Source: an optimization exercise on an open RTL-to-GDS flow (aim: small area, a short achievable clock period and few clock cycles). Production flows keep margins and buffers that such runs may drop.
RTL that was checked went through simulation tests only; none was proved equivalent to the original.
Power figures rest on the tool's default switching activity, not on a simulated workload.

==> inputs of run a <==
## pass_comparator
module pass_comparator (
    input  wire        clk,
    input  wire        rst,
    input  wire        start,
    input  wire        coded,       
    input  wire [1:0]  trap,        
    input  wire [1:0]  trap_tag,    
    input  wire [7:0]  p_len,       
    input  wire [7:0]  k_len,       
    output wire        ready,
    output reg         rd_en,
    output wire [6:0]  rd_addr,
    input  wire [63:0] p_value,
    input  wire [19:0] p_lii,
    input  wire [1:0]  p_tag,
    input  wire [63:0] k_value,
    input  wire [19:0] k_lii,
    input  wire [1:0]  k_tag,
    output reg         done,
    output reg  [3:0]  verdict,
    output wire [7:0]  word,
    output wire [63:0] sig
);
Settings: LEC_CHECK=0, CAP_MARGIN=20, CORE_MARGIN=2, CORE_UTILIZATION=40, GPL_TIMING_DRIVEN=0, SLEW_MARGIN=20, SYNTH_HIERARCHICAL=1; clock period 70.0 ns.
standard.sh (not shown) runs the stock make flow with config.mk's settings and CLKGATE_MAP_FILE= SYNTH_SCRIPT=/design/flow/synth_recipe.tcl, a recipe that flattens the netlist after the stock synthesis.
==> flow/flow/run.sh <==
#!/bin/bash
# The standard layout (standard.sh, its synthesis unchanged), with two
# changes to how the layout is made:
# - every input and output port is buffered by a plain buf_1 (repair may
#   resize it) instead of the delay buffer buffer_ports picks by itself;
set -euo pipefail
bash standard.sh synth > synth.log 2>&1
export BUFFER_PORTS_ARGS="-buffer_cell sky130_fd_sc_hd__buf_1"
export SETUP_SLACK_MARGIN=52.5
bash standard.sh floorplan > floorplan.log 2>&1
bash standard.sh place > place.log 2>&1
bash standard.sh cts > cts.log 2>&1
bash standard.sh route > route.log 2>&1
bash standard.sh finish > finish.log 2>&1
==> inputs of run b, as changes to run a <==
--- a/flow/design.v
+++ b/flow/design.v
@@ -37,18 +37,20 @@
     reg  [4:0]  mcnt;         
     reg  [6:0]  a;            
     reg  [6:0]  n;            
     reg         chk_valid;    
     reg         full;         
     reg         wvalid;       
     reg  [63:0] ncrc;         
-    wire [6:0] am2 = a - 7'd2;
+    reg  [16:0] r;            
+    reg  [3:0]  creg;         
+    wire [6:0] am1 = a - 7'd1;
     assign ready   = !busy;
-    assign rd_addr = md ? am2 : a;               
-    assign word    = wvalid ? {1'b0, am2} : 8'hFF;
+    assign rd_addr = md ? am1 : a;
+    assign word    = wvalid ? {1'b0, am1} : 8'hFF;
     assign sig     = ncrc;
     wire [63:0] p = p_value;
     wire [63:0] k = k_value;
     wire [63:0] e = k ^ p;
     wire        is_int  = (p_tag == TAG_INT);
     wire        is_real = p_tag[1];
     wire        is64    = !p_tag[0];                 
@@ -107,70 +109,62 @@
             if (r_nan)                  wv = V_REAL_NAN;
             else if (r_over)            wv = V_REAL_RANGE;
             else if (!val_ok)           wv = V_VALUE;
         end else if (!val_ok)           wv = V_VALUE;
     end
     wire [63:0] crc_next;
     crc64_step u_crc (.c(ncrc), .v(p), .n(crc_next));
-    wire [16:0] r    = ncrc[16:0];      
-    wire [3:0]  creg = ncrc[20:17];     
-    reg  [3:0]  chunk;
-    always @* begin
+    always @(posedge clk) begin
         case (mcnt[3:0])
-            4'd1:  chunk = k[63:60];
-            4'd2:  chunk = k[59:56];
-            4'd3:  chunk = k[55:52];
-            4'd4:  chunk = k[51:48];
-            4'd5:  chunk = k[47:44];
-            4'd6:  chunk = k[43:40];
-            4'd7:  chunk = k[39:36];
-            4'd8:  chunk = k[35:32];
-            4'd9:  chunk = k[31:28];
-            4'd10: chunk = k[27:24];
-            4'd11: chunk = k[23:20];
-            4'd12: chunk = k[19:16];
-            4'd13: chunk = k[15:12];
-            4'd14: chunk = k[11:8];
-            4'd15: chunk = k[7:4];
-            default: chunk = k[3:0];
+            4'd1:  creg <= k[63:60];
+            4'd2:  creg <= k[59:56];
+            4'd3:  creg <= k[55:52];
+            4'd4:  creg <= k[51:48];
+            4'd5:  creg <= k[47:44];
+            4'd6:  creg <= k[43:40];
+            4'd7:  creg <= k[39:36];
+            4'd8:  creg <= k[35:32];
+            4'd9:  creg <= k[31:28];
+            4'd10: creg <= k[27:24];
+            4'd11: creg <= k[23:20];
+            4'd12: creg <= k[19:16];
+            4'd13: creg <= k[15:12];
+            4'd14: creg <= k[11:8];
+            4'd15: creg <= k[7:4];
+            default: creg <= k[3:0];
         endcase
     end
     wire [16:0] mz;
     wire        k_code;
     mod_step u_mod (.c(creg), .k63(k[63]), .r(r), .mz(mz), .k_code(k_code));
-    wire [16:0] r_next = (mcnt[4:1] != 4'd0) ? mz : 17'd0;
     wire imm    = (trap != 2'd0) || (coded && p_len != k_len) || (p_len == 8'd0);
     wire accept = start && !busy;
     wire run    = busy && !md;
-    wire cf     = run && chk_valid && full;
+    wire fail   = run && chk_valid && full && (wv != V_PASS);
     wire last   = run && chk_valid && !rd_en;
-    wire more   = rd_en && (a + 7'd1 != n);
-    wire is_code = is_int && !idx_bad && !int_oor && !int_eq;
-    wire bad     = (wv != V_PASS);
-    wire l_md    = cf && is_code;
-    wire l_fail  = cf && bad && !is_code;
-    wire md_end  = md && (mcnt == 5'd17);
+    wire to_md  = fail && (wv == V_CODE);
+    wire md_end = md && (mcnt == 5'd17);
     reg [3:0] v_start;
     always @* begin
         case (trap)
             2'd1:    v_start = V_CODE_TRAP;
             2'd2:    v_start = (trap_tag == TAG_INT) ? V_INT_RANGE : V_REAL_RANGE;
             2'd3:    v_start = V_RESIDUE;
             default: v_start = (coded && p_len != k_len) ? V_LENGTH : V_PASS;
         endcase
     end
     always @(posedge clk) begin
-        ncrc      <= md ? {~crc_next[63:21], chunk, r_next} :
-                     (chk_valid && busy) ? ~crc_next : 64'd0;
+        ncrc      <= (chk_valid && busy) ? ~crc_next : 64'd0;
         mcnt      <= md ? mcnt + 5'd1 : 5'd0;
-        verdict   <= !busy ? v_start : md ? (k_code ? V_VALUE : V_CODE) : (cf ? wv : V_PASS);
-        wvalid    <= busy && (md || (cf && bad));
+        r         <= (md && mcnt[4:1] != 4'd0) ? mz : 17'd0;
+        verdict   <= !busy ? v_start : md ? (k_code ? V_VALUE : V_CODE) : (fail ? wv : V_PASS);
+        wvalid    <= busy && (md || fail);
         if (!busy) begin
             a <= accept ? 7'd0 : a;
-        end else if (run) begin
+        end else if (run && !fail) begin
             a <= a + 7'd1;
         end
         if (accept) begin
             n    <= p_len[6:0];
             full <= coded;
         end
         if (rst) begin
@@ -187,18 +181,18 @@
                 rd_en <= accept && !imm;
             end else if (md) begin
                 done  <= md_end;
                 busy  <= !md_end;
                 md    <= !md_end;
                 rd_en <= 1'b0;
             end else begin
-                done  <= l_fail || (last && !l_md);
-                busy  <= !(l_fail || (last && !l_md));
-                md    <= l_md;
-                rd_en <= l_md || (more && !l_fail);
+                done  <= (fail && !to_md) || (last && !fail);
+                busy  <= !((fail && !to_md) || (last && !fail));
+                md    <= to_md;
+                rd_en <= fail ? to_md : (rd_en && (a + 7'd1 != n));
             end
         end
     end
 endmodule
 module int_check (input wire [63:0] p, input wire [63:0] k, input wire [63:0] e, output wire eq);
     wire [63:0] q   = {p[59:0], 4'd0};
     wire [63:0] ia  = ~(e ^ q);
==> flow/flow/run.sh (replaced) <==
#!/bin/bash
# The standard layout (standard.sh, its synthesis unchanged), with two
# changes to how the layout is made:
# - every input and output port is buffered by a plain buf_1 (repair may
#   resize it) instead of the delay buffer buffer_ports picks by itself;
set -euo pipefail
bash standard.sh synth > synth.log 2>&1
export BUFFER_PORTS_ARGS="-buffer_cell sky130_fd_sc_hd__buf_1"
export SETUP_SLACK_MARGIN=51.5
bash standard.sh floorplan > floorplan.log 2>&1
bash standard.sh place > place.log 2>&1
bash standard.sh cts > cts.log 2>&1
bash standard.sh route > route.log 2>&1
bash standard.sh finish > finish.log 2>&1
GPL_TIMING_DRIVEN = default   (was 0)
==> inputs of run c, as changes to run a <==
GPL_TIMING_DRIVEN = default   (was 0)
==> qor summary <==
| item | run b | run a | run c |
|---|---|---|---|
| Status | timing/DRC/antenna clean | timing/DRC/antenna clean | timing/DRC/antenna clean |
| Seq cells | 115 | 94 | 94 |
| Final Worst Setup Slack | 51680 ps | 52380 ps | 52390 ps |
| Area Overhead vs Synth | 14.6% | 21.7% | 16.5% |
| Number of cells in the design after placement | 3702 | 3807 | 3782 |
| Detail Route met2 WL | 52500 microns | 57400 microns | 55200 microns |
| Number of core rows | 84 | 85 | 85 |
| Total die area | 55500 sq um | 56100 sq um | 56100 sq um |
| Routed wire length | 116000 microns | 130000 microns | 125000 microns |
| Vias | 22300 | 23400 | 23500 |
| Count of placed standard cells in the final layout, fillers left out | 3735 | 3834 | 3799 |
| Combinational share of power | 71.2% | 79.3% | 79.0% |
| Maximum number of pins on one net before global-route repair | 65 | 19 | 68 |
| Final weighted congestion in routability-driven placement | 1.08 | 1.11 | 1.09 |
| Peak ir drop on the vdd network | 0.0000195 V | 0.0000157 V | 0.0000169 V |
| Levels on crit path | 14 | 9 | 11 |
| Number of logic inverters in the finished layout | 72 | 63 | 63 |
| Reported sequential group power | 69.0 uW | 56.5 uW | 56.8 uW |
| Arithmetic-cell share of the synthesized area counting full adders, half adders and majority gates | 3.92% | 3.94% | 3.94% |
| Total number of multi-input combinational cells | 2406 | 2492 | 2492 |
| Share of the final layout cell area in multi-input gates | 74.4% | 78.1% | 76.9% |
| Global-route usage over all layers | 40.9% | 45.4% | 43.1% |
| Final min period | 18320 ps | 17620 ps | 17610 ps |
| Register bit total from synthesis | 115 | 94 | 94 |
Testbench counts of run b, summed over its fixed seeds: cycles 28,467.
Only the layout flow was run in run a and run c; the RTL was not checked for function there.

## what the ideal ports hide
Ports are ideal in the flow. The routed layouts listed here were re-timed in OpenROAD.
Step 1 (the two cells are an assumption about what drives the block):
set clk [get_ports {clk}]
set_driving_cell -lib_cell sky130_fd_sc_hd__clkbuf_16 $clk
set_driving_cell -lib_cell sky130_fd_sc_hd__buf_2 [delete_from_list [all_inputs] $clk]
Step 2, shift: input delay + t, output delay - t, t = (earliest + latest rising clock arrival at the registers) / 2. This alone moves slack from input paths to output paths.
Slacks: no drivers / after step 1 / after step 2; pairs: no drivers / after step 1.
run	t, ns	slack for setup (ns)	cell pins on the clock port's net
run a	0.462	52.380 / 52.416 / 51.954	1
run b	0.538	51.685 / 51.722 / 51.184	1
run c	0.454	52.390 / 52.420 / 51.966	1
After both steps every run listed still meets setup and hold. For run b, which loses most, drivers alone change the setup slack by +0.037 ns; drivers and shift together by -0.501 ns.
